Source: an optimization exercise on an open RTL-to-GDS flow (aim: small area and a short achievable clock period). Production flows keep margins and buffers that such runs may drop.
Only simulation tests tie the RTL to the original design; equivalence was not proved.
No run shown here takes its clock network from TritonCTS; it comes from the design's own scripts or RTL.
No driver is modelled on the clock port, so clock power and skew are understated where the tree is cut down; a real chip needs a root buffer or a tree.

## flow/run.sh

```bash
#!/bin/bash
# Layout: the standard ORFS flow (standard.sh), with these changes:
#  - every port gets a plain buf_1 as its port buffer;
#  - clock tree: two short levels of clock buffers (flow/cts_manual.tcl,
#    8 leaf buffers under 4 root buffers);
#  - the timing repair after CTS and after global routing aims for a setup
#    slack margin of 8.78 ns.
#  Placement settings: PLACE_DENSITY=0.7. Repair settings: none.
# Each make call's output goes to its own make_*.log; ORFS keeps each tool's
# log under orfs/logs/.
set -euo pipefail
H=$PWD
B="BUFFER_PORTS_ARGS=-buffer_cell sky130_fd_sc_hd__buf_1"
C="PRE_CTS_TCL=$H/flow/cts_manual.tcl"
bash standard.sh "$B" "$C" synth > make_synth.log 2>&1
bash standard.sh "$B" "$C" PLACE_DENSITY=0.7 floorplan place > make_place.log 2>&1
bash standard.sh "$B" "$C" PLACE_DENSITY=0.7 SETUP_SLACK_MARGIN=8.78  cts > make_cts.log 2>&1
bash standard.sh "$B" "$C" PLACE_DENSITY=0.7 SETUP_SLACK_MARGIN=8.78  finish > make_finish.log 2>&1
```

## flow/cts_manual.tcl

```tcl
# Sourced by ORFS's cts.tcl as PRE_CTS_TCL. Replaces clock_tree_synthesis
# with a short two-level clock tree: the registers are split by location
# into NLEAF groups of equal size (halving by x, then by y, ...), each driven
# by a leaf clock buffer at the group's centre; the leaf buffers are split
# the same way into NROOT groups, each driven by a root clock buffer at its
# centre. The clock port feeds only the NROOT root buffers, and every
# register sees exactly one root and one leaf buffer.

proc mcts_split { items n } {
  set groups [list $items]
  set axis 0
  while { [llength $groups] < $n } {
    set ng {}
    foreach g $groups {
      set s [lsort -integer -index $axis $g]
      set h [expr { [llength $s] / 2 }]
      lappend ng [lrange $s 0 [expr { $h - 1 }]] [lrange $s $h end]
    }
    set groups $ng
    set axis [expr { 1 - $axis }]
  }
  return $groups
}

proc mcts_drive { block master name in_net group } {
  # group: list of {x y iterm}; returns {cx cy A-iterm}
  set sx 0; set sy 0
  foreach s $group { incr sx [lindex $s 0]; incr sy [lindex $s 1] }
  set n [llength $group]
  set cx [expr { $sx / $n }]
  set cy [expr { $sy / $n }]
  set inst [odb::dbInst_create $block $master $name]
  set net [odb::dbNet_create $block "${name}_net"]
  $net setSigType CLOCK
  [$inst findITerm X] connect $net
  foreach s $group {
    set it [lindex $s 2]
    $it disconnect
    $it connect $net
  }
  $inst setLocation [expr { $cx - [$master getWidth] / 2 }] [expr { $cy - [$master getHeight] / 2 }]
  $inst setPlacementStatus PLACED
  set a [$inst findITerm A]
  $a connect $in_net
  puts "manual_cts: $name drives $n pins at ($cx, $cy)"
  return [list $cx $cy $a]
}

proc manual_cts { } {
  set nleaf 8
  set nroot 4
  if { [info exists ::env(MCTS_NLEAF)] } { set nleaf $::env(MCTS_NLEAF) }
  if { [info exists ::env(MCTS_NROOT)] } { set nroot $::env(MCTS_NROOT) }
  set block [ord::get_db_block]
  set db [ord::get_db]
  set leafcell sky130_fd_sc_hd__clkbuf_16
  set rootcell sky130_fd_sc_hd__clkbuf_16
  if { [info exists ::env(MCTS_LEAF)] } { set leafcell $::env(MCTS_LEAF) }
  if { [info exists ::env(MCTS_ROOT)] } { set rootcell $::env(MCTS_ROOT) }
  set leafm [$db findMaster $leafcell]
  set rootm [$db findMaster $rootcell]
  set clk_net [$block findNet clk]
  set sinks {}
  foreach it [$clk_net getITerms] {
    set bb [[$it getInst] getBBox]
    lappend sinks [list [expr { ([$bb xMin] + [$bb xMax]) / 2 }] \
                        [expr { ([$bb yMin] + [$bb yMax]) / 2 }] $it]
  }
  set leaves {}
  set k 0
  foreach g [mcts_split $sinks $nleaf] {
    lappend leaves [mcts_drive $block $leafm "clkbuf_leaf_$k" $clk_net $g]
    incr k
  }
  set k 0
  foreach g [mcts_split $leaves $nroot] {
    mcts_drive $block $rootm "clkbuf_root_$k" $clk_net $g
    incr k
  }
  $clk_net setSigType CLOCK
  set_propagated_clock [all_clocks]
}

rename clock_tree_synthesis orig_clock_tree_synthesis
proc clock_tree_synthesis { args } {
  manual_cts
}
```

## standard.sh

```bash
#!/bin/bash
# synth_recipe.tcl (not shown) runs the flow's synth.tcl, then flattens the netlist and writes it again
# the make line also repeats each setting of config.mk as NAME=value (left out here)
make -C /OpenROAD-flow-scripts/flow DESIGN_CONFIG=/design/flow/config.mk WORK_HOME=/design/flow/orfs CLKGATE_MAP_FILE= SYNTH_SCRIPT=/design/flow/synth_recipe.tcl "${@:-finish}"
```

## config.mk

```make
export PLATFORM = sky130hd
export DESIGN_NAME = fehel_flit_rx
export DESIGN_NICKNAME = fehel_flit_rx
export VERILOG_FILES = /design/flow/design.v
export SDC_FILE = /design/flow/constraint.sdc
export NUM_CORES = 4
export LEC_CHECK = 0
export CAP_MARGIN = 20
export CORE_MARGIN = 2
export CORE_UTILIZATION = 55
export SLEW_MARGIN = 20
```

## constraint.sdc

```tcl
create_clock -name core_clock -period 12.0 [get_ports {clk}]
set_input_delay 2.4000 -clock core_clock [delete_from_list [all_inputs] [get_ports {clk}]]
set_output_delay 2.4000 -clock core_clock [all_outputs]
set_load 0.01 [all_outputs]
```

## design.v

```verilog
module fehel_flit_rx (
    input  wire        clk,
    input  wire        rst,
    input  wire        in_valid,
    input  wire [63:0] in_data,
    output reg         res_valid,
    output reg         res_crc_ok,
    output wire        res_ctrl,
    output wire [3:0]  res_err,        
    output wire [4:0]  res_msgs,
    output wire [19:0] res_vc_slots,   
    output wire [11:0] res_fseq,
    output wire [11:0] res_fack
);
    reg  [63:0] u;
    wire [63:0] m_u;
    wire x64 = u[39] ^ u[59];
    wire x65 = u[0] ^ u[56];
    wire x66 = u[46] ^ u[51];
    wire x67 = u[47] ^ u[52];
    wire x68 = u[4] ^ u[58];
    wire x69 = u[8] ^ u[43];
    wire x70 = u[9] ^ u[44];
    wire x71 = u[21] ^ u[26];
    wire x72 = u[15] ^ u[45];
    wire x73 = u[22] ^ u[27];
    wire x74 = u[40] ^ u[60];
    wire x75 = u[41] ^ u[61];
    wire x76 = u[18] ^ u[32];
    wire x77 = u[19] ^ u[33];
    wire x78 = u[20] ^ u[34];
    wire x79 = u[50] ^ u[54];
    wire x80 = u[5] ^ u[12];
    wire x81 = u[48] ^ u[55];
    wire x82 = u[35] ^ u[63];
    wire x83 = u[16] ^ u[53];
    wire x84 = u[6] ^ u[29];
    wire x85 = u[7] ^ u[28];
    wire x86 = u[13] ^ u[49];
    wire x87 = u[10] ^ u[62];
    wire x88 = u[17] ^ u[42];
    wire x89 = u[23] ^ u[30];
    wire x90 = u[24] ^ u[31];
    wire x91 = u[25] ^ x76;
    wire x92 = u[11] ^ x66;
    wire x93 = u[14] ^ u[57];
    wire x94 = u[36] ^ x73;
    wire x95 = x67 ^ x72;
    wire x96 = x64 ^ x68;
    wire x97 = x71 ^ x82;
    wire x98 = u[1] ^ x69;
    wire x99 = u[2] ^ x70;
    wire x100 = u[38] ^ x65;
    wire x101 = x74 ^ x80;
    wire x102 = x77 ^ x79;
    wire x103 = x81 ^ x83;
    wire x104 = u[3] ^ x75;
    wire x105 = u[37] ^ x90;
    wire x106 = u[29] ^ x85;
    wire x107 = u[43] ^ x84;
    wire x108 = u[50] ^ x81;
    wire x109 = u[62] ^ x89;
    wire x110 = u[58] ^ x86;
    wire x111 = u[26] ^ x88;
    wire x112 = u[24] ^ x91;
    wire x113 = u[45] ^ x70;
    wire x114 = u[55] ^ x78;
    wire x115 = u[25] ^ u[42];
    wire x116 = x65 ^ x92;
    wire x117 = u[12] ^ u[37];
    wire x118 = u[10] ^ x100;
    wire x119 = u[7] ^ u[30];
    wire x120 = u[57] ^ x77;
    wire x121 = u[14] ^ x87;
    wire x122 = u[31] ^ x72;
    wire x123 = u[17] ^ x75;
    wire x124 = u[22] ^ u[36];
    wire x125 = x67 ^ x74;
    wire x126 = u[11] ^ u[46];
    wire x127 = u[6] ^ x69;
    wire x128 = u[51] ^ x94;
    wire x129 = u[19] ^ u[63];
    wire x130 = u[27] ^ u[56];
    wire x131 = u[44] ^ x64;
    wire x132 = u[20] ^ x90;
    wire x133 = u[4] ^ u[28];
    wire x134 = u[23] ^ x105;
    wire x135 = u[48] ^ x99;
    wire x136 = x71 ^ x88;
    wire x137 = u[5] ^ u[38];
    wire x138 = u[53] ^ x93;
    wire x139 = x84 ^ x96;
    wire x140 = u[16] ^ u[59];
    wire x141 = u[32] ^ x101;
    wire x142 = u[34] ^ x87;
    wire x143 = u[54] ^ x83;
    wire x144 = u[5] ^ x82;
    wire x145 = u[49] ^ x68;
    wire x146 = u[13] ^ x78;
    wire x147 = u[28] ^ u[45];
    wire x148 = u[0] ^ u[47];
    wire x149 = u[1] ^ u[11];
    wire x150 = u[6] ^ x85;
    wire x151 = u[16] ^ x93;
    wire x152 = u[40] ^ x80;
    wire x153 = u[3] ^ x103;
    wire x154 = x86 ^ x91;
    wire x155 = x73 ^ x104;
    wire x156 = u[35] ^ x71;
    wire x157 = u[9] ^ x97;
    wire x158 = u[30] ^ x116;
    wire x159 = x94 ^ x95;
    wire x160 = u[31] ^ u[33];
    wire x161 = u[60] ^ x102;
    wire x162 = x66 ^ x78;
    wire x163 = u[12] ^ u[53];
    wire x164 = u[3] ^ u[61];
    wire x165 = u[47] ^ x118;
    wire x166 = u[18] ^ u[25];
    wire x167 = u[42] ^ x65;
    wire x168 = u[26] ^ x107;
    wire x169 = u[39] ^ x108;
    wire x170 = u[56] ^ x68;
    wire x171 = u[52] ^ x66;
    wire x172 = x89 ^ x130;
    wire x173 = u[4] ^ x64;
    wire x174 = u[41] ^ x89;
    wire x175 = x67 ^ x98;
    wire x176 = x85 ^ x114;
    wire x177 = u[57] ^ x69;
    wire x178 = u[37] ^ x133;
    wire x179 = x83 ^ x121;
    wire x180 = u[41] ^ x76;
    wire x181 = u[48] ^ x70;
    wire x182 = u[63] ^ x92;
    wire x183 = x77 ^ x111;
    wire x184 = u[15] ^ x67;
    wire x185 = x145 ^ x161;
    wire x186 = u[8] ^ u[22];
    wire x187 = u[14] ^ x97;
    wire x188 = x65 ^ x125;
    wire x189 = u[40] ^ x79;
    wire x190 = u[23] ^ x95;
    wire x191 = x79 ^ x96;
    wire x192 = u[24] ^ u[47];
    wire x193 = u[1] ^ x86;
    wire x194 = x104 ^ x113;
    wire x195 = u[28] ^ u[46];
    wire x196 = x73 ^ x113;
    wire x197 = x102 ^ x119;
    wire x198 = u[10] ^ u[23];
    wire x199 = u[21] ^ u[35];
    wire x200 = x87 ^ x124;
    wire x201 = u[13] ^ x106;
    wire x202 = u[0] ^ x147;
    wire x203 = u[19] ^ u[21];
    wire x204 = u[10] ^ x82;
    wire x205 = x98 ^ x120;
    wire x206 = u[17] ^ x78;
    wire x207 = u[13] ^ x128;
    wire x208 = u[18] ^ x101;
    wire x209 = u[38] ^ x72;
    wire x210 = x109 ^ x149;
    wire x211 = u[2] ^ x75;
    wire x212 = u[15] ^ x129;
    wire x213 = x131 ^ x211;
    wire x214 = x151 ^ x152;
    wire x215 = u[11] ^ x80;
    wire x216 = u[56] ^ x91;
    wire x217 = x85 ^ x132;
    wire x218 = x128 ^ x216;
    wire x219 = u[52] ^ u[53];
    wire x220 = u[54] ^ x84;
    wire x221 = x101 ^ x134;
    wire x222 = x133 ^ x135;
    wire x223 = u[30] ^ x112;
    wire x224 = x102 ^ x176;
    wire x225 = x110 ^ x138;
    wire x226 = u[8] ^ x115;
    wire x227 = x92 ^ x156;
    wire x228 = x121 ^ x139;
    wire x229 = x106 ^ x114;
    wire x230 = x140 ^ x141;
    wire x231 = u[39] ^ x95;
    wire x232 = u[40] ^ x137;
    wire x233 = u[55] ^ x123;
    wire x234 = x70 ^ x178;
    wire x235 = u[39] ^ x84;
    wire x236 = x100 ^ x183;
    wire x237 = x142 ^ x181;
    wire x238 = x143 ^ x182;
    wire x239 = u[37] ^ x144;
    wire x240 = u[41] ^ x162;
    wire x241 = u[45] ^ x117;
    wire x242 = u[59] ^ u[62];
    wire x243 = u[61] ^ x88;
    wire x244 = x68 ^ x186;
    wire x245 = x143 ^ x146;
    wire x246 = u[7] ^ u[31];
    wire x247 = u[14] ^ x126;
    wire x248 = u[15] ^ u[27];
    wire x249 = u[42] ^ u[49];
    wire x250 = u[57] ^ x98;
    wire x251 = u[12] ^ x147;
    wire x252 = u[16] ^ x110;
    wire x253 = u[25] ^ x79;
    wire x254 = x127 ^ x160;
    wire x255 = u[29] ^ x111;
    wire x256 = u[59] ^ x76;
    wire x257 = u[2] ^ x69;
    wire x258 = u[27] ^ x95;
    wire x259 = u[26] ^ x146;
    wire x260 = u[31] ^ x83;
    wire x261 = x125 ^ x196;
    wire x262 = u[13] ^ u[58];
    wire x263 = u[19] ^ u[43];
    wire x264 = u[20] ^ x115;
    wire x265 = u[44] ^ x95;
    wire x266 = u[7] ^ x64;
    wire x267 = u[60] ^ x103;
    wire x268 = u[8] ^ u[32];
    wire x269 = u[34] ^ u[39];
    wire x270 = u[46] ^ u[54];
    wire x271 = u[49] ^ x150;
    wire x272 = x198 ^ x269;
    wire x273 = u[9] ^ u[18];
    wire x274 = u[35] ^ u[53];
    wire x275 = x75 ^ x126;
    wire x276 = x108 ^ x200;
    wire x277 = u[36] ^ x116;
    wire x278 = u[58] ^ x117;
    wire x279 = u[20] ^ x88;
    wire x280 = u[63] ^ x163;
    wire x281 = x81 ^ x166;
    wire x282 = x96 ^ x279;
    wire x283 = x171 ^ x202;
    wire x284 = u[38] ^ x117;
    wire x285 = x109 ^ x159;
    wire x286 = u[47] ^ x204;
    wire x287 = x64 ^ x79;
    wire x288 = x103 ^ x110;
    wire x289 = u[9] ^ x80;
    wire x290 = u[62] ^ x140;
    wire x291 = x112 ^ x123;
    wire x292 = u[6] ^ x166;
    wire x293 = u[50] ^ x87;
    wire x294 = u[63] ^ x73;
    wire x295 = u[17] ^ u[57];
    wire x296 = u[38] ^ x86;
    wire x297 = u[0] ^ x122;
    wire x298 = x80 ^ x118;
    wire x299 = u[44] ^ x184;
    wire x300 = u[60] ^ x76;
    wire x301 = u[61] ^ x99;
    wire x302 = x193 ^ x301;
    wire x303 = x72 ^ x81;
    wire x304 = x99 ^ x109;
    wire x305 = u[58] ^ x78;
    wire x306 = x105 ^ x173;
    wire x307 = x115 ^ x205;
    wire x308 = u[62] ^ x135;
    wire x309 = u[37] ^ x157;
    wire x310 = x74 ^ x154;
    wire x311 = u[22] ^ x98;
    wire x312 = u[7] ^ x155;
    wire x313 = u[51] ^ x167;
    wire x314 = u[33] ^ x74;
    wire x315 = u[2] ^ u[29];
    wire x316 = u[34] ^ x74;
    wire x317 = x64 ^ x94;
    wire x318 = x93 ^ x131;
    wire x319 = x93 ^ x170;
    wire x320 = x209 ^ x168;
    wire x321 = x169 ^ x208;
    wire x322 = x210 ^ x319;
    wire x323 = x207 ^ x320;
    wire x324 = x321 ^ x322;
    wire x325 = x323 ^ x324;
    wire x326 = x105 ^ x110;
    wire x327 = x150 ^ x171;
    wire x328 = x172 ^ x212;
    wire x329 = x213 ^ x214;
    wire x330 = x326 ^ x327;
    wire x331 = x328 ^ x329;
    wire x332 = x330 ^ x331;
    wire x333 = x111 ^ x173;
    wire x334 = x174 ^ x215;
    wire x335 = x153 ^ x175;
    wire x336 = x217 ^ x333;
    wire x337 = x334 ^ x218;
    wire x338 = x335 ^ x336;
    wire x339 = x337 ^ x338;
    wire x340 = x69 ^ x130;
    wire x341 = x219 ^ x120;
    wire x342 = x136 ^ x220;
    wire x343 = x340 ^ x154;
    wire x344 = x341 ^ x342;
    wire x345 = x221 ^ x222;
    wire x346 = x343 ^ x344;
    wire x347 = x345 ^ x346;
    wire x348 = u[10] ^ x137;
    wire x349 = x113 ^ x348;
    wire x350 = x155 ^ x168;
    wire x351 = x225 ^ x349;
    wire x352 = x223 ^ x224;
    wire x353 = x350 ^ x351;
    wire x354 = x352 ^ x353;
    wire x355 = u[44] ^ x122;
    wire x356 = x172 ^ x226;
    wire x357 = x227 ^ x355;
    wire x358 = x356 ^ x224;
    wire x359 = x228 ^ x357;
    wire x360 = x358 ^ x359;
    wire x361 = x90 ^ x177;
    wire x362 = x157 ^ x159;
    wire x363 = x229 ^ x361;
    wire x364 = x158 ^ x230;
    wire x365 = x362 ^ x363;
    wire x366 = x364 ^ x365;
    wire x367 = u[50] ^ x69;
    wire x368 = x160 ^ x91;
    wire x369 = x232 ^ x367;
    wire x370 = x179 ^ x227;
    wire x371 = x231 ^ x233;
    wire x372 = x234 ^ x368;
    wire x373 = x369 ^ x370;
    wire x374 = x371 ^ x372;
    wire x375 = x373 ^ x374;
    wire x376 = x152 ^ x180;
    wire x377 = x235 ^ x159;
    wire x378 = x237 ^ x376;
    wire x379 = x236 ^ x238;
    wire x380 = x377 ^ x378;
    wire x381 = x379 ^ x380;
    wire x382 = x124 ^ x100;
    wire x383 = x106 ^ x111;
    wire x384 = x184 ^ x179;
    wire x385 = x239 ^ x240;
    wire x386 = x382 ^ x383;
    wire x387 = x185 ^ x384;
    wire x388 = x385 ^ x386;
    wire x389 = x387 ^ x388;
    wire x390 = x242 ^ x241;
    wire x391 = x243 ^ x244;
    wire x392 = x187 ^ x188;
    wire x393 = x245 ^ x390;
    wire x394 = x391 ^ x392;
    wire x395 = x393 ^ x394;
    wire x396 = u[45] ^ x163;
    wire x397 = x123 ^ x189;
    wire x398 = x396 ^ x139;
    wire x399 = x157 ^ x397;
    wire x400 = x158 ^ x398;
    wire x401 = x399 ^ x400;
    wire x402 = u[41] ^ u[42];
    wire x403 = u[48] ^ x246;
    wire x404 = x402 ^ x247;
    wire x405 = x403 ^ x118;
    wire x406 = x168 ^ x190;
    wire x407 = x191 ^ x404;
    wire x408 = x405 ^ x406;
    wire x409 = x407 ^ x408;
    wire x410 = x119 ^ x192;
    wire x411 = x248 ^ x249;
    wire x412 = x92 ^ x103;
    wire x413 = x131 ^ x410;
    wire x414 = x411 ^ x141;
    wire x415 = x250 ^ x412;
    wire x416 = x413 ^ x414;
    wire x417 = x415 ^ x416;
    wire x418 = x123 ^ x251;
    wire x419 = x253 ^ x135;
    wire x420 = x188 ^ x252;
    wire x421 = x254 ^ x418;
    wire x422 = x419 ^ x420;
    wire x423 = x421 ^ x422;
    wire x424 = u[7] ^ x66;
    wire x425 = x108 ^ x138;
    wire x426 = x142 ^ x193;
    wire x427 = x256 ^ x424;
    wire x428 = x194 ^ x255;
    wire x429 = x425 ^ x426;
    wire x430 = x427 ^ x428;
    wire x431 = x429 ^ x430;
    wire x432 = u[18] ^ u[42];
    wire x433 = x82 ^ x432;
    wire x434 = x121 ^ x257;
    wire x435 = x433 ^ x258;
    wire x436 = x434 ^ x158;
    wire x437 = x185 ^ x435;
    wire x438 = x436 ^ x437;
    wire x439 = u[14] ^ u[18];
    wire x440 = x129 ^ x164;
    wire x441 = x195 ^ x439;
    wire x442 = x100 ^ x109;
    wire x443 = x260 ^ x440;
    wire x444 = x441 ^ x139;
    wire x445 = x259 ^ x442;
    wire x446 = x443 ^ x261;
    wire x447 = x444 ^ x445;
    wire x448 = x446 ^ x447;
    wire x449 = x79 ^ x124;
    wire x450 = x163 ^ x262;
    wire x451 = x263 ^ x92;
    wire x452 = x97 ^ x132;
    wire x453 = x150 ^ x256;
    wire x454 = x449 ^ x450;
    wire x455 = x233 ^ x451;
    wire x456 = x452 ^ x453;
    wire x457 = x454 ^ x165;
    wire x458 = x455 ^ x456;
    wire x459 = x457 ^ x458;
    wire x460 = u[32] ^ u[37];
    wire x461 = u[59] ^ x68;
    wire x462 = x71 ^ x460;
    wire x463 = x127 ^ x232;
    wire x464 = x264 ^ x461;
    wire x465 = x462 ^ x197;
    wire x466 = x265 ^ x463;
    wire x467 = x464 ^ x465;
    wire x468 = x466 ^ x467;
    wire x469 = x71 ^ x137;
    wire x470 = x266 ^ x469;
    wire x471 = x196 ^ x240;
    wire x472 = x254 ^ x267;
    wire x473 = x470 ^ x471;
    wire x474 = x472 ^ x473;
    wire x475 = u[56] ^ x199;
    wire x476 = x268 ^ x270;
    wire x477 = x243 ^ x272;
    wire x478 = x475 ^ x476;
    wire x479 = x271 ^ x477;
    wire x480 = x478 ^ x261;
    wire x481 = x479 ^ x480;
    wire x482 = u[23] ^ u[33];
    wire x483 = u[40] ^ u[45];
    wire x484 = x192 ^ x273;
    wire x485 = x274 ^ x482;
    wire x486 = x483 ^ x106;
    wire x487 = x177 ^ x275;
    wire x488 = x484 ^ x485;
    wire x489 = x276 ^ x486;
    wire x490 = x487 ^ x488;
    wire x491 = x489 ^ x490;
    wire x492 = u[29] ^ u[49];
    wire x493 = u[54] ^ x129;
    wire x494 = x192 ^ x492;
    wire x495 = x174 ^ x226;
    wire x496 = x278 ^ x493;
    wire x497 = x494 ^ x237;
    wire x498 = x495 ^ x496;
    wire x499 = x277 ^ x497;
    wire x500 = x498 ^ x499;
    wire x501 = u[15] ^ u[49];
    wire x502 = x273 ^ x501;
    wire x503 = x144 ^ x264;
    wire x504 = x502 ^ x128;
    wire x505 = x134 ^ x188;
    wire x506 = x503 ^ x228;
    wire x507 = x504 ^ x505;
    wire x508 = x506 ^ x507;
    wire x509 = u[21] ^ u[51];
    wire x510 = u[52] ^ u[55];
    wire x511 = x65 ^ x73;
    wire x512 = x75 ^ x129;
    wire x513 = x509 ^ x510;
    wire x514 = x96 ^ x241;
    wire x515 = x511 ^ x512;
    wire x516 = x513 ^ x112;
    wire x517 = x179 ^ x201;
    wire x518 = x514 ^ x515;
    wire x519 = x516 ^ x517;
    wire x520 = x518 ^ x519;
    wire x521 = u[27] ^ u[36];
    wire x522 = x521 ^ x102;
    wire x523 = x127 ^ x280;
    wire x524 = x281 ^ x282;
    wire x525 = x283 ^ x522;
    wire x526 = x523 ^ x524;
    wire x527 = x525 ^ x526;
    wire x528 = x78 ^ x126;
    wire x529 = x203 ^ x138;
    wire x530 = x181 ^ x284;
    wire x531 = x528 ^ x191;
    wire x532 = x271 ^ x529;
    wire x533 = x530 ^ x285;
    wire x534 = x531 ^ x532;
    wire x535 = x533 ^ x534;
    wire x536 = u[20] ^ u[21];
    wire x537 = x66 ^ x186;
    wire x538 = x536 ^ x106;
    wire x539 = x209 ^ x287;
    wire x540 = x537 ^ x286;
    wire x541 = x288 ^ x538;
    wire x542 = x539 ^ x221;
    wire x543 = x540 ^ x541;
    wire x544 = x542 ^ x543;
    wire x545 = x71 ^ x270;
    wire x546 = x145 ^ x289;
    wire x547 = x290 ^ x545;
    wire x548 = x250 ^ x258;
    wire x549 = x546 ^ x547;
    wire x550 = x291 ^ x548;
    wire x551 = x549 ^ x550;
    wire x552 = u[5] ^ u[59];
    wire x553 = x148 ^ x195;
    wire x554 = x262 ^ x552;
    wire x555 = x99 ^ x292;
    wire x556 = x293 ^ x294;
    wire x557 = x553 ^ x554;
    wire x558 = x183 ^ x267;
    wire x559 = x555 ^ x556;
    wire x560 = x557 ^ x558;
    wire x561 = x559 ^ x560;
    wire x562 = u[30] ^ x148;
    wire x563 = x164 ^ x295;
    wire x564 = x152 ^ x200;
    wire x565 = x212 ^ x296;
    wire x566 = x562 ^ x563;
    wire x567 = x176 ^ x191;
    wire x568 = x564 ^ x565;
    wire x569 = x566 ^ x567;
    wire x570 = x568 ^ x569;
    wire x571 = u[20] ^ u[30];
    wire x572 = u[41] ^ x140;
    wire x573 = x571 ^ x94;
    wire x574 = x97 ^ x177;
    wire x575 = x284 ^ x572;
    wire x576 = x297 ^ x573;
    wire x577 = x574 ^ x575;
    wire x578 = x576 ^ x577;
    wire x579 = u[62] ^ x76;
    wire x580 = x107 ^ x108;
    wire x581 = x122 ^ x136;
    wire x582 = x579 ^ x214;
    wire x583 = x234 ^ x580;
    wire x584 = x581 ^ x158;
    wire x585 = x582 ^ x583;
    wire x586 = x584 ^ x585;
    wire x587 = u[1] ^ u[17];
    wire x588 = u[31] ^ x66;
    wire x589 = x119 ^ x587;
    wire x590 = x107 ^ x120;
    wire x591 = x180 ^ x294;
    wire x592 = x588 ^ x589;
    wire x593 = x252 ^ x265;
    wire x594 = x590 ^ x591;
    wire x595 = x592 ^ x298;
    wire x596 = x593 ^ x594;
    wire x597 = x595 ^ x596;
    wire x598 = u[4] ^ x66;
    wire x599 = x242 ^ x94;
    wire x600 = x257 ^ x260;
    wire x601 = x598 ^ x141;
    wire x602 = x229 ^ x299;
    wire x603 = x599 ^ x600;
    wire x604 = x236 ^ x601;
    wire x605 = x602 ^ x603;
    wire x606 = x604 ^ x605;
    wire x607 = u[21] ^ u[28];
    wire x608 = u[33] ^ u[48];
    wire x609 = x295 ^ x607;
    wire x610 = x608 ^ x172;
    wire x611 = x235 ^ x300;
    wire x612 = x609 ^ x175;
    wire x613 = x194 ^ x239;
    wire x614 = x245 ^ x610;
    wire x615 = x611 ^ x612;
    wire x616 = x613 ^ x614;
    wire x617 = x615 ^ x616;
    wire x618 = u[43] ^ x80;
    wire x619 = x85 ^ x90;
    wire x620 = x248 ^ x274;
    wire x621 = x136 ^ x272;
    wire x622 = x618 ^ x619;
    wire x623 = x620 ^ x116;
    wire x624 = x161 ^ x621;
    wire x625 = x622 ^ x302;
    wire x626 = x623 ^ x624;
    wire x627 = x625 ^ x626;
    wire x628 = u[2] ^ u[11];
    wire x629 = u[35] ^ u[44];
    wire x630 = x84 ^ x87;
    wire x631 = x164 ^ x628;
    wire x632 = x629 ^ x114;
    wire x633 = x151 ^ x189;
    wire x634 = x251 ^ x630;
    wire x635 = x631 ^ x112;
    wire x636 = x175 ^ x632;
    wire x637 = x633 ^ x634;
    wire x638 = x207 ^ x635;
    wire x639 = x636 ^ x637;
    wire x640 = x638 ^ x639;
    wire x641 = u[3] ^ u[17];
    wire x642 = u[25] ^ u[41];
    wire x643 = x68 ^ x77;
    wire x644 = x117 ^ x219;
    wire x645 = x641 ^ x642;
    wire x646 = x303 ^ x643;
    wire x647 = x644 ^ x645;
    wire x648 = x187 ^ x201;
    wire x649 = x304 ^ x646;
    wire x650 = x647 ^ x277;
    wire x651 = x648 ^ x649;
    wire x652 = x650 ^ x651;
    wire x653 = u[0] ^ x87;
    wire x654 = x249 ^ x125;
    wire x655 = x127 ^ x287;
    wire x656 = x305 ^ x653;
    wire x657 = x134 ^ x153;
    wire x658 = x182 ^ x654;
    wire x659 = x655 ^ x656;
    wire x660 = x657 ^ x658;
    wire x661 = x659 ^ x660;
    wire x662 = u[5] ^ x70;
    wire x663 = x97 ^ x220;
    wire x664 = x266 ^ x662;
    wire x665 = x225 ^ x663;
    wire x666 = x664 ^ x285;
    wire x667 = x291 ^ x665;
    wire x668 = x666 ^ x667;
    wire x669 = x201 ^ x306;
    wire x670 = x238 ^ x298;
    wire x671 = x307 ^ x669;
    wire x672 = x670 ^ x671;
    wire x673 = u[4] ^ u[8];
    wire x674 = x79 ^ x673;
    wire x675 = x206 ^ x674;
    wire x676 = x190 ^ x675;
    wire x677 = x218 ^ x308;
    wire x678 = x676 ^ x677;
    wire x679 = u[5] ^ u[18];
    wire x680 = u[24] ^ u[49];
    wire x681 = x198 ^ x679;
    wire x682 = x680 ^ x120;
    wire x683 = x681 ^ x153;
    wire x684 = x283 ^ x682;
    wire x685 = x309 ^ x683;
    wire x686 = x684 ^ x685;
    wire x687 = u[17] ^ u[24];
    wire x688 = u[26] ^ u[54];
    wire x689 = x86 ^ x87;
    wire x690 = x89 ^ x263;
    wire x691 = x687 ^ x688;
    wire x692 = x101 ^ x138;
    wire x693 = x162 ^ x281;
    wire x694 = x689 ^ x690;
    wire x695 = x691 ^ x231;
    wire x696 = x692 ^ x693;
    wire x697 = x694 ^ x695;
    wire x698 = x696 ^ x697;
    wire x699 = u[19] ^ x130;
    wire x700 = x132 ^ x189;
    wire x701 = x275 ^ x292;
    wire x702 = x699 ^ x187;
    wire x703 = x288 ^ x299;
    wire x704 = x700 ^ x701;
    wire x705 = x702 ^ x703;
    wire x706 = x704 ^ x705;
    wire x707 = x85 ^ x137;
    wire x708 = x148 ^ x149;
    wire x709 = x203 ^ x107;
    wire x710 = x143 ^ x174;
    wire x711 = x707 ^ x708;
    wire x712 = x282 ^ x709;
    wire x713 = x710 ^ x711;
    wire x714 = x310 ^ x712;
    wire x715 = x713 ^ x714;
    wire x716 = u[14] ^ x81;
    wire x717 = x84 ^ x132;
    wire x718 = x136 ^ x716;
    wire x719 = x197 ^ x208;
    wire x720 = x213 ^ x311;
    wire x721 = x717 ^ x718;
    wire x722 = x719 ^ x720;
    wire x723 = x721 ^ x722;
    wire x724 = x203 ^ x114;
    wire x725 = x122 ^ x127;
    wire x726 = x304 ^ x313;
    wire x727 = x724 ^ x725;
    wire x728 = x310 ^ x312;
    wire x729 = x726 ^ x727;
    wire x730 = x728 ^ x729;
    wire x731 = u[4] ^ u[23];
    wire x732 = u[32] ^ u[46];
    wire x733 = u[52] ^ x77;
    wire x734 = x731 ^ x732;
    wire x735 = x97 ^ x151;
    wire x736 = x167 ^ x293;
    wire x737 = x733 ^ x734;
    wire x738 = x194 ^ x217;
    wire x739 = x311 ^ x735;
    wire x740 = x736 ^ x737;
    wire x741 = x738 ^ x739;
    wire x742 = x740 ^ x741;
    wire x743 = u[6] ^ u[8];
    wire x744 = u[14] ^ u[46];
    wire x745 = x743 ^ x744;
    wire x746 = x99 ^ x136;
    wire x747 = x146 ^ x280;
    wire x748 = x314 ^ x745;
    wire x749 = x169 ^ x746;
    wire x750 = x747 ^ x748;
    wire x751 = x165 ^ x223;
    wire x752 = x749 ^ x750;
    wire x753 = x751 ^ x752;
    wire x754 = u[25] ^ u[36];
    wire x755 = u[38] ^ u[55];
    wire x756 = x84 ^ x89;
    wire x757 = x148 ^ x199;
    wire x758 = x246 ^ x754;
    wire x759 = x755 ^ x104;
    wire x760 = x142 ^ x289;
    wire x761 = x756 ^ x757;
    wire x762 = x758 ^ x759;
    wire x763 = x760 ^ x761;
    wire x764 = x185 ^ x762;
    wire x765 = x763 ^ x764;
    wire x766 = u[6] ^ u[61];
    wire x767 = x119 ^ x149;
    wire x768 = x268 ^ x766;
    wire x769 = x144 ^ x767;
    wire x770 = x768 ^ x259;
    wire x771 = x276 ^ x306;
    wire x772 = x313 ^ x769;
    wire x773 = x770 ^ x771;
    wire x774 = x772 ^ x773;
    wire x775 = u[33] ^ u[52];
    wire x776 = x119 ^ x315;
    wire x777 = x775 ^ x122;
    wire x778 = x244 ^ x776;
    wire x779 = x154 ^ x169;
    wire x780 = x777 ^ x778;
    wire x781 = x309 ^ x779;
    wire x782 = x780 ^ x781;
    wire x783 = u[9] ^ u[12];
    wire x784 = x86 ^ x126;
    wire x785 = x783 ^ x142;
    wire x786 = x300 ^ x784;
    wire x787 = x139 ^ x153;
    wire x788 = x205 ^ x297;
    wire x789 = x785 ^ x786;
    wire x790 = x787 ^ x788;
    wire x791 = x789 ^ x790;
    wire x792 = x170 ^ x206;
    wire x793 = x247 ^ x197;
    wire x794 = x286 ^ x792;
    wire x795 = x230 ^ x302;
    wire x796 = x793 ^ x794;
    wire x797 = x795 ^ x796;
    wire x798 = u[40] ^ x89;
    wire x799 = x160 ^ x315;
    wire x800 = x96 ^ x98;
    wire x801 = x156 ^ x206;
    wire x802 = x798 ^ x799;
    wire x803 = x155 ^ x800;
    wire x804 = x801 ^ x802;
    wire x805 = x165 ^ x803;
    wire x806 = x804 ^ x805;
    wire x807 = u[3] ^ u[5];
    wire x808 = u[42] ^ u[57];
    wire x809 = x90 ^ x199;
    wire x810 = x807 ^ x808;
    wire x811 = x180 ^ x316;
    wire x812 = x809 ^ x810;
    wire x813 = x210 ^ x317;
    wire x814 = x811 ^ x812;
    wire x815 = x222 ^ x813;
    wire x816 = x814 ^ x815;
    wire x817 = u[2] ^ x77;
    wire x818 = x115 ^ x124;
    wire x819 = x104 ^ x107;
    wire x820 = x145 ^ x202;
    wire x821 = x204 ^ x817;
    wire x822 = x818 ^ x134;
    wire x823 = x141 ^ x819;
    wire x824 = x820 ^ x821;
    wire x825 = x822 ^ x823;
    wire x826 = x824 ^ x825;
    wire x827 = x162 ^ x167;
    wire x828 = x278 ^ x303;
    wire x829 = x314 ^ x112;
    wire x830 = x318 ^ x827;
    wire x831 = x828 ^ x312;
    wire x832 = x829 ^ x830;
    wire x833 = x831 ^ x832;
    wire x834 = x75 ^ x195;
    wire x835 = x156 ^ x170;
    wire x836 = x290 ^ x296;
    wire x837 = x316 ^ x834;
    wire x838 = x190 ^ x835;
    wire x839 = x836 ^ x837;
    wire x840 = x307 ^ x838;
    wire x841 = x839 ^ x840;
    wire x842 = u[24] ^ u[43];
    wire x843 = u[46] ^ u[50];
    wire x844 = u[60] ^ x75;
    wire x845 = x83 ^ x93;
    wire x846 = x148 ^ x842;
    wire x847 = x843 ^ x144;
    wire x848 = x305 ^ x844;
    wire x849 = x845 ^ x846;
    wire x850 = x255 ^ x317;
    wire x851 = x847 ^ x848;
    wire x852 = x849 ^ x308;
    wire x853 = x850 ^ x851;
    wire x854 = x852 ^ x853;
    wire x855 = u[22] ^ u[29];
    wire x856 = u[55] ^ x86;
    wire x857 = x88 ^ x164;
    wire x858 = x855 ^ x97;
    wire x859 = x178 ^ x215;
    wire x860 = x253 ^ x856;
    wire x861 = x857 ^ x318;
    wire x862 = x858 ^ x859;
    wire x863 = x860 ^ x165;
    wire x864 = x861 ^ x862;
    wire x865 = x863 ^ x864;
    assign m_u[0] = x325;
    assign m_u[1] = x332;
    assign m_u[2] = x339;
    assign m_u[3] = x347;
    assign m_u[4] = x354;
    assign m_u[5] = x360;
    assign m_u[6] = x366;
    assign m_u[7] = x375;
    assign m_u[8] = x381;
    assign m_u[9] = x389;
    assign m_u[10] = x395;
    assign m_u[11] = x401;
    assign m_u[12] = x409;
    assign m_u[13] = x417;
    assign m_u[14] = x423;
    assign m_u[15] = x431;
    assign m_u[16] = x438;
    assign m_u[17] = x448;
    assign m_u[18] = x459;
    assign m_u[19] = x468;
    assign m_u[20] = x474;
    assign m_u[21] = x481;
    assign m_u[22] = x491;
    assign m_u[23] = x500;
    assign m_u[24] = x508;
    assign m_u[25] = x520;
    assign m_u[26] = x527;
    assign m_u[27] = x535;
    assign m_u[28] = x544;
    assign m_u[29] = x551;
    assign m_u[30] = x561;
    assign m_u[31] = x570;
    assign m_u[32] = x578;
    assign m_u[33] = x586;
    assign m_u[34] = x597;
    assign m_u[35] = x606;
    assign m_u[36] = x617;
    assign m_u[37] = x627;
    assign m_u[38] = x640;
    assign m_u[39] = x652;
    assign m_u[40] = x661;
    assign m_u[41] = x668;
    assign m_u[42] = x672;
    assign m_u[43] = x678;
    assign m_u[44] = x686;
    assign m_u[45] = x698;
    assign m_u[46] = x706;
    assign m_u[47] = x715;
    assign m_u[48] = x723;
    assign m_u[49] = x730;
    assign m_u[50] = x742;
    assign m_u[51] = x753;
    assign m_u[52] = x765;
    assign m_u[53] = x774;
    assign m_u[54] = x782;
    assign m_u[55] = x791;
    assign m_u[56] = x797;
    assign m_u[57] = x806;
    assign m_u[58] = x816;
    assign m_u[59] = x826;
    assign m_u[60] = x833;
    assign m_u[61] = x841;
    assign m_u[62] = x854;
    assign m_u[63] = x865;
    reg  [5:0]  beat;
    wire        first = (beat == 6'd0);
    always @(posedge clk) begin
        if (in_valid)
            u <= (m_u | {64{first}}) ^ in_data;
    end
    wire crc_good = &u;
    reg        hdr_ev;     
    reg        slot_ev;    
    reg        last_ev;    
    reg  [7:0] op_r;
    reg  [4:0] len_r;
    wire [5:0] beat_inc   = beat + 6'd1;
    wire       slot_beat  = beat[0] && (beat != 6'd63);
    wire       last_beat  = (beat == 6'd63);
    always @(posedge clk) begin
        op_r    <= in_data[7:0];
        len_r   <= in_data[12:8];
        hdr_ev  <= !rst && in_valid && first;
        slot_ev <= !rst && in_valid && slot_beat;
        last_ev <= !rst && in_valid && last_beat;
        if (rst || in_valid)
            beat <= beat_inc & {6{!rst}};
    end
    reg  [11:0] fseq;
    reg  [11:0] fack;
    reg         ctrl;
    reg         ftype_err;
    wire [3:0]  h_ftype = ~u[63:60];
    wire [4:0]  h_cont  = ~u[35:31];
    wire        h_data  = (h_ftype == 4'h0);
    always @(posedge clk) begin
        if (hdr_ev) begin
            fseq      <= ~u[59:48];
            fack      <= ~u[47:36];
            ctrl      <= (h_ftype == 4'h1);
            ftype_err <= (h_ftype > 4'h1);
        end
    end
    function op_known;
        input [7:0] op;
        begin
            case (op)
                8'h00, 8'h01, 8'h02, 8'h03, 8'h04, 8'h05,
                8'h10, 8'h11, 8'h12, 8'h13, 8'h14, 8'h1F,
                8'h20, 8'h21, 8'h22, 8'h23, 8'h24, 8'h25, 8'h2F,
                8'h30, 8'h31, 8'h32, 8'h33,
                8'h40, 8'h41, 8'h4F: op_known = 1'b1;
                default:             op_known = 1'b0;
            endcase
        end
    endfunction
    function len_ok;
        input [7:0] op;
        input [4:0] len;
        begin
            case (op)
                8'h10, 8'h21, 8'h30: len_ok = (len == 5'd4);
                8'h11, 8'h40:        len_ok = (len == 5'd16);
                8'h12:               len_ok = (len >= 5'd1) && (len <= 5'd16);
                8'h22:               len_ok = (len == 5'd5);
                8'h25, 8'h33:        len_ok = (len <= 5'd16);
                8'h32:               len_ok = (len == 5'd0) || (len == 5'd4);
                default:             len_ok = (len == 5'd0);
            endcase
        end
    endfunction
    reg         walking;
    reg  [4:0]  rem;
    reg         counted;
    reg  [1:0]  cur_vc;
    reg         cont_err;
    reg         opcode_err;
    reg         len_err;
    reg  [4:0]  msgs;
    reg  [4:0]  vc0, vc1, vc2, vc3;
    reg  [4:0]  carry;
    reg  [1:0]  carry_vc;
    wire        rem_nz  = (rem != 5'd0);
    wire        known   = op_known(op_r);
    wire        lok     = len_ok(op_r, len_r);
    wire        has_vc  = (op_r[7:4] != 4'h0);
    wire [1:0]  op_vc   = op_r[5:4] - 2'd1;
    wire        step    = slot_ev && walking;
    wire        s_cont  = step && rem_nz;
    wire        s_msg   = step && !rem_nz && known && lok;
    wire        inc     = (s_cont && counted) || (s_msg && has_vc);
    wire [1:0]  inc_vc  = rem_nz ? cur_vc : op_vc;
    always @(posedge clk) begin
        if (hdr_ev) begin
            walking    <= h_data;
            rem        <= h_data ? h_cont : 5'd0;
            cont_err   <= h_data && (h_cont != carry);
            counted    <= h_data && (h_cont == carry);
            cur_vc     <= carry_vc;
            opcode_err <= 1'b0;
            len_err    <= 1'b0;
            msgs       <= 5'd0;
            vc0        <= 5'd0;
            vc1        <= 5'd0;
            vc2        <= 5'd0;
            vc3        <= 5'd0;
        end else if (step) begin
            if (rem_nz) begin
                rem <= rem - 5'd1;
            end else if (!known) begin
                opcode_err <= 1'b1;
                walking    <= 1'b0;
            end else if (!lok) begin
                len_err    <= 1'b1;
                walking    <= 1'b0;
            end else begin
                rem <= len_r;
                if (op_r != 8'h00)
                    msgs <= msgs + 5'd1;
                counted <= has_vc;
                if (has_vc)
                    cur_vc <= op_vc;
            end
            if (inc && inc_vc == 2'd0) vc0 <= vc0 + 5'd1;
            if (inc && inc_vc == 2'd1) vc1 <= vc1 + 5'd1;
            if (inc && inc_vc == 2'd2) vc2 <= vc2 + 5'd1;
            if (inc && inc_vc == 2'd3) vc3 <= vc3 + 5'd1;
        end
    end
    wire any_err = ftype_err | cont_err | opcode_err | len_err;
    wire carry_ld = last_ev && crc_good && (any_err || !ctrl);
    always @(posedge clk) begin
        res_crc_ok <= crc_good;
        res_valid  <= !rst && last_ev;
        if (rst || carry_ld) begin
            carry    <= (any_err || rst) ? 5'd0 : rem;
            carry_vc <= (any_err || rst) ? 2'd0 : cur_vc;
        end
    end
    assign res_ctrl     = ctrl;
    assign res_err      = {len_err, opcode_err, cont_err, ftype_err};
    assign res_msgs     = msgs;
    assign res_vc_slots = {vc3, vc2, vc1, vc0};
    assign res_fseq     = fseq;
    assign res_fack     = fack;
endmodule
```

==> reports/metrics.csv, run 1 <==
metric,value,unit
slew_violations,0,
final.min_clock_period,3.242,ns
netlist_area,0.01472,mm2
cp-end-kind,flip-flop,
worstPathCellList,xor2_1 > xnor2_1 > xnor2_1 > xnor2_1 > xnor2_1 > xnor2_1 > nor2_1 > xnor2_1,
crit_path_start_kind,flip-flop,
ys_warn_count,1,
initial_core_util,56.18,%
nets,1678,
synth_seq_area_share,29.30,%
postSynth.asyncResetShare,0,%
layout_worst_path_cycle_share,27.02,%
synth_top_area_share,38.61,%
setup_viol,0,
first_pass_iters,5,
hold_violations,0,
cpMostUsedCell,xnor2_1,
ys_ff_latch,159,
drc,0,
synth.area.top_cells,"xnor2_1 (39%), edfxtp_1 (23%), xor2_1 (11%)",
globalRoute.totalOverflow,0,
area_delta_synth_final,13.62,%
cap_violations,0,
fin_ws,8.758,ns
totalNegativeSetupSlack,0,ns
io_buffers,122,
avgSynthCellArea,10.07,um2
ant_nets,0,
die_h,167.6,um
rows,59,
grt_first_pass_wirelength,79.38,mm
finClkSkew,0.04073,ns
max-slew-margin-rel,29.93,%
synth.distinct_cells,62,
cp_slowest_stage_delay,0.67,ns
place_ws,7.648,ns
r2r-start,u[44]$_DFFE_PP_,
n_antenna_cell,0,
worstSkewPairLatency,0.31,ns
cpMaxStageDelayCell,xnor2_1,
gp_congestion,1.081,
cp_data_arrival_time,3.30,ns
worst_slew_pin_slew,1.046,ns
path_max_fanout,5,
synth_edf_count,113,
antenna_found_initial,0,
netlist_instances,1462,
startpoint,u[44]$_DFFE_PP_,
pin_count,123,
clock.fmax,0.3084,GHz
ys_top_cells_by_count,"xnor2_1 (649), xor2_1 (185), edfxtp_1 (113)",
die_width,167.6,um
rsz0062_at_grt,yes,
min_from,msgs[4]$_SDFFE_PP0P_,
vias,11070,
routedWlPerCell,29.36,um
coreArea,0.02621,mm2
grt_max_degree,63,
yosysMostFrequentCell,xnor2_1,
critPathRequiredTime,12.06,ns
crit_type,flip-flop to flip-flop,
yosysTopAreaCell,xnor2_1,
grt_use_total,40.10,%
synth_nets,1543,
status,no timing/DRC/antenna violations,
holdCritPathClass,flip-flop to flip-flop,
grt_pass1_vias,10800,
ys.flop_type,edfxtp_1,
hpwl,43.44,mm
drive_above_1_share,14.86,%
clkTransAtPathRegs,0.12,ns
drt-vias-per-instance,5.737,
drtIter0Drc,1306,
drt-total-wl,56.66,mm
die-area,0.02809,mm2
==> logic make-up after synthesis <==
kind of cell             share of synthesized area, %
AND/OR/NAND/NOR                                 7.343
AO/OA/AOI/OAI                                   3.467
flip-flops                                      29.30
multiplexers                                   0.6459
adder cells (fa/ha/maj)                         1.190
XOR/XNOR                                        54.30
buffers and inverters                           3.748
==> stage by stage <==
| stage | cells | util, % | area (um2) | hold WS (ns) |
|---|---|---|---|---|
| floorplan | 1462 | - | 14720 | 0.4387 |
| global placement | 1858 | 58.74 | 15390 | 0.4705 |
| detailed placement | 1858 | 58.74 | 15390 | 0.4951 |
| CTS | 1903 | 62.34 | 16340 | 0.5029 |
| global route | 1930 | 63.83 | 16730 | 0.5033 |
| finish | 1930 | 63.83 | 16730 | 0.4902 |
==> routing by layer <==
layer | vias up | global-route usage, % | part of all wire, %
met5 | - | 0 | 0
li1 | 4904 | - | -
met4 | 0 | 22.34 | 7.3
met2 | 725 | 61.93 | 43
met3 | 165 | 6.452 | 11
met1 | 5279 | 53.82 | 39
==> layout by cell type, fill, tap and decap left out, types with 4 or more instances in the layout <==
cell and instances:
buf_4 76, or4_1 4, nand2_1 27, dfxtp_2 19, xor2_4 8, dfxtp_1 25, o21ai_0 7, nor2_1 97
o31ai_1 7, nor2b_1 7, ha_1 14, a31o_2 5, buf_12 7, buf_1 85, nand4_1 21, buf_2 14
nor4_1 4, inv_1 41, xor2_1 171, nor3_1 9, xor2_2 15, clkbuf_2 22, xnor2_1 626, edfxtp_1 113
or3_1 5, a21oi_1 15, xnor2_2 26, and2_1 6, clkbuf_16 12, xnor3_1 8, nand3_1 16, xnor2_4 11
a31oi_1 5, and3_1 5, mux2i_1 5
==> repair_timing <==
action                     CTS  global route
hold buffers                 0             0
buffers inserted            33            27
setup endpoints to repair  139            78
pin swaps                    5             2
gates resized for setup     63            53
==> flip-flops by register name, summed over array words and instances (netlist names), 5 cells and up, named ones only <==
name and count:
beat 6, carry 5, fack 12, fseq 12, len_r 5, msgs 5, op_r 8, rem 5
u 64, vc0 5, vc1 5, vc2 5, vc3 5
==> worst max-delay path, delay by kind of cell, from the launching register on <==
kind / cells / cell delay, ns
xor gates and xnor gates: 7 / 2.26
DFF: 1 / 0.63
and+or+nand+nor: 1 / 0.07
==> layout make-up <==
class                      count  area, um2
buffer                        12      300.3
fill                        2225       9478
inverter                      42      157.7
multi-input combinational   1177      10270
sequential                   159       4345
tap                          335      419.2
timing repair buffer         205       1237
==> final timing paths <==
check | depth (start not counted) | end | slack [ns]
setup / recovery | 8 | u[15]$_DFFE_PP_ | 8.76
hold / removal | 2 | msgs[4]$_SDFFE_PP0P_ | 0.49
setup reg to reg | 8 | u[15]$_DFFE_PP_ | 8.76
hold reg to reg | 2 | msgs[4]$_SDFFE_PP0P_ | 0.49
==> run 2, diff against run 1 <==
--- a/flow/run.sh
+++ b/flow/run.sh
@@ -6,3 +6,3 @@
 #  - the timing repair after CTS and after global routing aims for a setup
-#    slack margin of 8.78 ns.
+#    slack margin of 8.72 ns.
 #  Placement settings: PLACE_DENSITY=0.7. Repair settings: none.
@@ -16,3 +16,3 @@
 bash standard.sh "$B" "$C" PLACE_DENSITY=0.7 floorplan place > make_place.log 2>&1
-bash standard.sh "$B" "$C" PLACE_DENSITY=0.7 SETUP_SLACK_MARGIN=8.78  cts > make_cts.log 2>&1
-bash standard.sh "$B" "$C" PLACE_DENSITY=0.7 SETUP_SLACK_MARGIN=8.78  finish > make_finish.log 2>&1
+bash standard.sh "$B" "$C" PLACE_DENSITY=0.7 SETUP_SLACK_MARGIN=8.72  cts > make_cts.log 2>&1
+bash standard.sh "$B" "$C" PLACE_DENSITY=0.7 SETUP_SLACK_MARGIN=8.72  finish > make_finish.log 2>&1
==> run 2 against run 1 <==
  * Largest cell class unchanged
  * Final cell count decreased by 0.73%
  * Critical path depth unchanged
  * Critical path type unchanged
==> reports/metrics.csv, run 2 <==
metric,value,unit,change
cpMostUsedCell,xnor2_1,,
totalNegativeSetupSlack,0,ns,unchanged
avgSynthCellArea,10.07,um2,unchanged
synth.area.top_cells,"xnor2_1 (39%), edfxtp_1 (23%), xor2_1 (11%)",,
slew_violations,0,,unchanged
reg_top3,"u: 64 flops, fack: 12 flops, fseq: 12 flops",,
fin_util,62.90,%,-0.94 points
min_from,msgs[4]$_SDFFE_PP0P_,,
cp_slowest_stage_delay,0.87,ns,+0.20 ns
reg2regPathDepth,8,,unchanged
drc,0,,unchanged
ant_nets,0,,unchanged
crit_path_start_kind,flip-flop,,
initial_core_util,56.18,%,unchanged
finClkSkew,0.04900,ns,+0.008269 ns
first_pass_iters,5,,unchanged
dp_cells,1858,,unchanged
grt_pass1_vias,10700,,-0.98%
reg2reg_slack,8.64,ns,-0.12 ns
path_max_fanout,9,,+4
route.met2.wl,24.09,mm,-0.91%
drive_above_1_share,10.82,%,-4.0 points
routedWlPerCell,29.32,um,-0.14%
rows,59,,unchanged
setup_viol,0,,unchanged
grt_max_degree,63,,unchanged
drtIter0Drc,1232,,-5.7%
area_delta_synth_final,11.96,%,
drt-met1-wl,22.01,mm,+0.49%
fin_area,0.01648,mm2,-1.5%
ys_warn_count,1,,unchanged
drt-vias-per-instance,5.787,,+0.86%
io_buffers,122,,unchanged
cp-end-kind,flip-flop,,
cp_data_arrival_time,3.42,ns,+0.12 ns
largest-register,u,,
clkTransAtPathRegs,0.12,ns,about the same
die_h,167.6,um,unchanged
hold_end,msgs[4]$_SDFFE_PP0P_,,
place_area,0.01539,mm2,unchanged
worstSkewPairLatency,0.32,ns,about the same
max-slew-margin-rel,29.54,%,-0.39 points
grt_use_total,39.59,%,-0.50 points
final.min_clock_period,3.362,ns,+0.1198 ns
gp_congestion,1.081,,unchanged
fill_cells,2255,,+1.3%
layout_worst_path_cycle_share,28.02,%,+1.0 points
highest_layer,met4,,
vias,11090,,+0.13%
coreArea,0.02621,mm2,unchanged
grt_first_pass_wirelength,78.26,mm,-1.4%
hpwl,43.44,mm,unchanged
layout_common_cells,"xnor2_1 (632), xor2_1 (172), buf_1 (119)",,
critPathRequiredTime,12.05,ns,about the same
timing.rr.end,u[17]$_DFFE_PP_,,
cap_violations,0,,unchanged
cpMaxStageDelayCell,edfxtp_1,,
largest_reg_flops,64,,unchanged
synth_nets,1543,,unchanged
netlist_instances,1462,,unchanged
antenna_found_initial,1,,+1
drt-total-wl,56.17,mm,-0.86%
pin_count,123,,unchanged
globalRoute.totalOverflow,0,,unchanged
final_common_cell,xnor2_1,,
synth_seq_area_share,29.30,%,unchanged
die-area,0.02809,mm2,unchanged
clock.fmax,0.2974,GHz,-3.6%
synth.distinct_cells,62,,unchanged
ys_ff_latch,159,,unchanged
synth_top_area_share,38.61,%,unchanged
ys.flop_type,edfxtp_1,,
crit_type,flip-flop to flip-flop,,
status,no timing/DRC/antenna violations,,
hold_violations,0,,unchanged
worstPathCellList,xor2_2 > xnor2_1 > xnor2_1 > xnor2_1 > xnor2_1 > xor2_1 > nor2_1 > xnor2_1,,
yosysTopAreaCell,xnor2_1,,
yosysMostFrequentCell,xnor2_1,,
ys_top_cells_by_count,"xnor2_1 (649), xor2_1 (185), edfxtp_1 (113)",,
min_path_cells,2,,unchanged
final_cells,1916,,-0.73%
holdCritPathClass,flip-flop to flip-flop,,
die_width,167.6,um,unchanged
wl_met3,6.054,mm,-4.3%
rsz0062_at_grt,yes,,
postSynth.asyncResetShare,0,%,unchanged
worst_slew_pin_slew,1.053,ns,+0.007437 ns
r2r-start,u[56]$_DFFE_PP_,,
synth_edf_count,113,,unchanged
nets,1663,,-0.89%
netlist_area,0.01472,mm2,unchanged
run 2: cell families (layout without fill, tap and decap cells):
logic type / Yosys count / count (layout) / synth area share, %
other: 0 / 1 / 0
DFF: 159 / 159 / 29.30
xor gates and xnor gates: 867 / 867 / 54.30
adders and majority gates: 14 / 14 / 1.190
and+or+nand+nor: 222 / 222 / 7.343
muxes: 9 / 9 / 0.6459
AOI/OAI and AO/OA: 65 / 65 / 3.467
buffers and inverters: 126 / 244 / 3.748
run 2: how the worst max path moves through the flow:
stage	endpoint	start
detailed placement	beat[0]$_DFFE_PP_	in_valid
floorplan	carry[0]$_SDFFCE_PP0P_	rst
finish	u[17]$_DFFE_PP_	u[56]$_DFFE_PP_
CTS	u[17]$_DFFE_PP_	u[30]$_DFFE_PP_
global placement	beat[1]$_DFFE_PP_	in_valid
global route	u[17]$_DFFE_PP_	u[56]$_DFFE_PP_
run 2: metal layers:
metal	vias to the layer above	GRT usage, %
met3	173	8.178
met5	-	0
met2	703	60.60
met4	0	22.46
met1	5328	52.30
li1	4883	-
run 2: cell type report:
class | instances | area, um2 | share of cell area [%]
multi-input cells | 1177 | 10190 | 61.84
flip-flops and latches | 159 | 4328 | 26.26
repair buffers | 190 | 1082 | 6.566
well taps | 335 | 419.2 | 2.543
plain buffers | 12 | 300.3 | 1.822
inverters | 42 | 157.7 | 0.9564
diodes | 1 | 2.502 | 0.01518
run 2: timing repair:
action                     CTS  global route
gates resized for setup     31            28
hold buffers                 0             0
pin swaps                    3             3
buffers inserted            14            31
setup endpoints to repair   87            52
run 2: through the flow:
step	hold slack (ns)	setup WS (ns)
2_1_floorplan	0.4387	8.810
3_3_place_gp	0.4705	7.673
3_5_place_dp	0.4951	7.648
4_1_cts	0.5078	8.688
5_1_grt	0.5159	8.582
6_report	0.5017	8.638
run 2: critical path: cells and delay by family (launching register included):
kind,cells,cell delay [ns]
flops,1,0.87
xor+xnor,7,2.14
simple gates,1,0.08
==> run 3, diff against run 2 <==
--- a/flow/run.sh
+++ b/flow/run.sh
@@ -6,4 +6,4 @@
 #  - the timing repair after CTS and after global routing aims for a setup
-#    slack margin of 8.72 ns.
-#  Placement settings: PLACE_DENSITY=0.7. Repair settings: none.
+#    slack margin of 8.75 ns.
+#  Placement settings: PLACE_DENSITY=0.7. Repair settings: SKIP_CTS_REPAIR_TIMING=1.
 # Each make call's output goes to its own make_*.log; ORFS keeps each tool's
@@ -16,3 +16,3 @@
 bash standard.sh "$B" "$C" PLACE_DENSITY=0.7 floorplan place > make_place.log 2>&1
-bash standard.sh "$B" "$C" PLACE_DENSITY=0.7 SETUP_SLACK_MARGIN=8.72  cts > make_cts.log 2>&1
-bash standard.sh "$B" "$C" PLACE_DENSITY=0.7 SETUP_SLACK_MARGIN=8.72  finish > make_finish.log 2>&1
+bash standard.sh "$B" "$C" PLACE_DENSITY=0.7 SETUP_SLACK_MARGIN=8.75 SKIP_CTS_REPAIR_TIMING=1 cts > make_cts.log 2>&1
+bash standard.sh "$B" "$C" PLACE_DENSITY=0.7 SETUP_SLACK_MARGIN=8.75 SKIP_CTS_REPAIR_TIMING=1 finish > make_finish.log 2>&1
==> run 3 against run 2 <==
  * Die area did not move
  * Critical path depth did not move
  * Via count rose by 0.16%
  * Largest cell class unchanged
  * Sequential cell count did not move
  * Still clean
  * Critical path type unchanged
==> reports/metrics.csv, run 3 <==
metric,value,unit,change
totalNegativeSetupSlack,0,ns,unchanged
final_common_cell,xnor2_1,,
worstSkewPairLatency,0.32,ns,about the same
cp-end-kind,flip-flop,,
initial_core_util,56.18,%,unchanged
crit_path_start_kind,flip-flop,,
drt-vias-per-instance,5.739,,-0.82%
netlist_instances,1462,,unchanged
routedWlPerCell,28.93,um,-1.3%
ys_top_cells_by_count,"xnor2_1 (649), xor2_1 (185), edfxtp_1 (113)",,
final.min_clock_period,3.290,ns,-0.07214 ns
cpMostUsedCell,xnor2_1,,
rsz0062_at_grt,yes,,
drt-total-wl,55.97,mm,-0.36%
yosysTopAreaCell,xnor2_1,,
fin_area,0.01672,mm2,+1.4%
setup_viol,0,,unchanged
drive_above_1_share,13.31,%,+2.5 points
status,no timing/DRC/antenna violations,,
nets,1683,,+1.2%
pin_count,123,,unchanged
hold_end,msgs[4]$_SDFFE_PP0P_,,
antenna_found_initial,0,,-1
clock.fmax,0.3040,GHz,+2.2%
clkTransAtPathRegs,0.12,ns,about the same
die_width,167.6,um,unchanged
slew_violations,0,,unchanged
ys_ff_latch,159,,unchanged
netlist_area,0.01472,mm2,unchanged
min_path_cells,2,,unchanged
critPathRequiredTime,12.04,ns,about the same
path_max_fanout,6,,-3
first_pass_iters,5,,unchanged
crit_type,flip-flop to flip-flop,,
grt_max_degree,63,,unchanged
reg2regPathDepth,8,,unchanged
hpwl,43.44,mm,unchanged
die-area,0.02809,mm2,unchanged
largest_reg_flops,64,,unchanged
synth_nets,1543,,unchanged
cp_data_arrival_time,3.33,ns,-0.09 ns
io_buffers,122,,unchanged
ys_warn_count,1,,unchanged
globalRoute.totalOverflow,0,,unchanged
max-slew-margin-rel,27.37,%,-2.2 points
r2r-start,u[43]$_DFFE_PP_,,
layout_common_cells,"xnor2_1 (627), xor2_1 (173), edfxtp_1 (113)",,
n_antenna_cell,0,,-1
grt_first_pass_wirelength,77.72,mm,-0.69%
finClkSkew,0.04731,ns,-0.001690 ns
synth_seq_area_share,29.30,%,unchanged
synth_top_area_share,38.61,%,unchanged
reg_top3,"u: 64 flops, fack: 12 flops, fseq: 12 flops",,
synth.distinct_cells,62,,unchanged
area_delta_synth_final,13.55,%,
drtIter0Drc,1362,,+11%
min_from,msgs[4]$_SDFFE_PP0P_,,
reg2reg_slack,8.71,ns,+0.07 ns
grt_use_total,39.15,%,-0.44 points
hold_violations,0,,unchanged
cp_slowest_stage_delay,0.77,ns,-0.10 ns
ys.flop_type,edfxtp_1,,
synth.area.top_cells,"xnor2_1 (39%), edfxtp_1 (23%), xor2_1 (11%)",,
yosysMostFrequentCell,xnor2_1,,
largest-register,u,,
cap_violations,0,,unchanged
worst_slew_pin_slew,1.082,ns,+0.02840 ns
cpMaxStageDelayCell,edfxtp_1,,
die_h,167.6,um,unchanged
gp_congestion,1.081,,unchanged
ant_nets,0,,unchanged
layout_worst_path_cycle_share,27.42,%,-0.60 points
rows,59,,unchanged
postSynth.asyncResetShare,0,%,unchanged
coreArea,0.02621,mm2,unchanged
place_ws,7.648,ns,unchanged
drc,0,,unchanged
holdCritPathClass,flip-flop to flip-flop,,
worstPathCellList,xor2_4 > xnor2_2 > xnor2_1 > xnor2_1 > xnor2_1 > xnor2_1 > nor2_1 > xnor2_1,,
vias,11110,,+0.16%
timing.rr.end,u[19]$_DFFE_PP_,,
fin_ws,8.710,ns,+0.07214 ns
avgSynthCellArea,10.07,um2,unchanged
synth_edf_count,113,,unchanged
place_area,0.01539,mm2,unchanged
grt_pass1_vias,10610,,-0.79%
run 3: stage by stage:
| step | hold slack [ns] | utilization (%) | std cells |
|---|---|---|---|
| global placement | 0.4705 | 58.74 | 1858 |
| global route | 0.5170 | 63.80 | 1935 |
| finish | 0.5030 | 63.80 | 1935 |
| CTS | 0.5078 | 59.89 | 1870 |
| detailed placement | 0.4951 | 58.74 | 1858 |
| floorplan | 0.4387 | - | 1462 |
run 3: cells by family after synthesis:
kind of cell / count (synthesis) / synth area share [%]
buffers and inverters: 126 / 3.748
flip-flops: 159 / 29.30
XOR/XNOR: 867 / 54.30
AO/OA/AOI/OAI: 65 / 3.467
multiplexers: 9 / 0.6459
adder cells (fa/ha/maj): 14 / 1.190
AND/OR/NAND/NOR: 222 / 7.343
run 3: cell type report:
class | instances | area [um2]
fill | 2231 | 9488
inverter | 42 | 157.7
sequential | 159 | 4333
timing repair buffer | 210 | 1262
buffer | 12 | 300.3
multi-input combinational | 1177 | 10250
tap | 335 | 419.2
run 3: worst max-delay path by stage:
stage / cells past startpoint / endpoint / startpoint / slack (ns)
5_1_grt: 8 / u[46]$_DFFE_PP_ / u[13]$_DFFE_PP_ / 8.71
4_1_cts: 3 / beat[5]$_DFFE_PP_ / in_valid / 7.95
3_3_place_gp: 3 / beat[1]$_DFFE_PP_ / in_valid / 7.67
3_5_place_dp: 3 / beat[0]$_DFFE_PP_ / in_valid / 7.65
2_1_floorplan: 2 / carry[0]$_SDFFCE_PP0P_ / rst / 8.81
6_report: 8 / u[19]$_DFFE_PP_ / u[43]$_DFFE_PP_ / 8.71
run 3: routing by layer:
metal / global-route usage, % / wire length, um
met1: 52.66 / 22060
met2: 60.67 / 24440
met3: 6.098 / 5814
met4: 21.36 / 3658
met5: 0 / 0
run 3: worst max-delay path, delay by kind of cell, from the launching register on:
kind / cells / cell delay (ns)
XOR/XNOR: 7 / 2.11
flip-flops: 1 / 0.77
AND/OR/NAND/NOR: 1 / 0.11

-- static timing again, ports no longer ideal --
The flow's constraints put no driver on any port. The routed layouts listed below were extracted and timed again, unchanged, in two steps.
Step 1: set_driving_cell puts a clkbuf_16 on clk and a buf_2 on each other input, an assumption about the parent block.
Step 2 moves the port delays by t, midway between the first and last clock arrival at a register: inputs arrive t later, outputs are due t later. That takes back most of the time a late clock gives input paths.
Slacks: ideal ports / drivers / drivers and shift; pairs: ideal ports / drivers.
| run | t (ns) | setup slack, ns | hold WS [ns] | latest minus earliest clock arrival (ns) | slew at the worst register clock pin (ns) |
|---|---|---|---|---|---|
| run 1 | 0.409 | 8.758 / 8.642 / 8.486 | 0.490 / 0.490 / 0.490 | 0.042 / 0.041 | 0.12 / 0.12 |
| run 2 | 0.412 | 8.638 / 8.638 / 8.420 | 0.502 / 0.502 / 0.502 | 0.049 / 0.050 | 0.12 / 0.12 |
| run 3 | 0.412 | 8.710 / 8.639 / 8.485 | 0.503 / 0.503 / 0.503 | 0.048 / 0.048 | 0.12 / 0.12 |
After both steps every run listed still meets setup and hold. The setup slack of run 1, which loses most, moves by -0.116 ns with the drivers and by -0.272 ns with both steps.
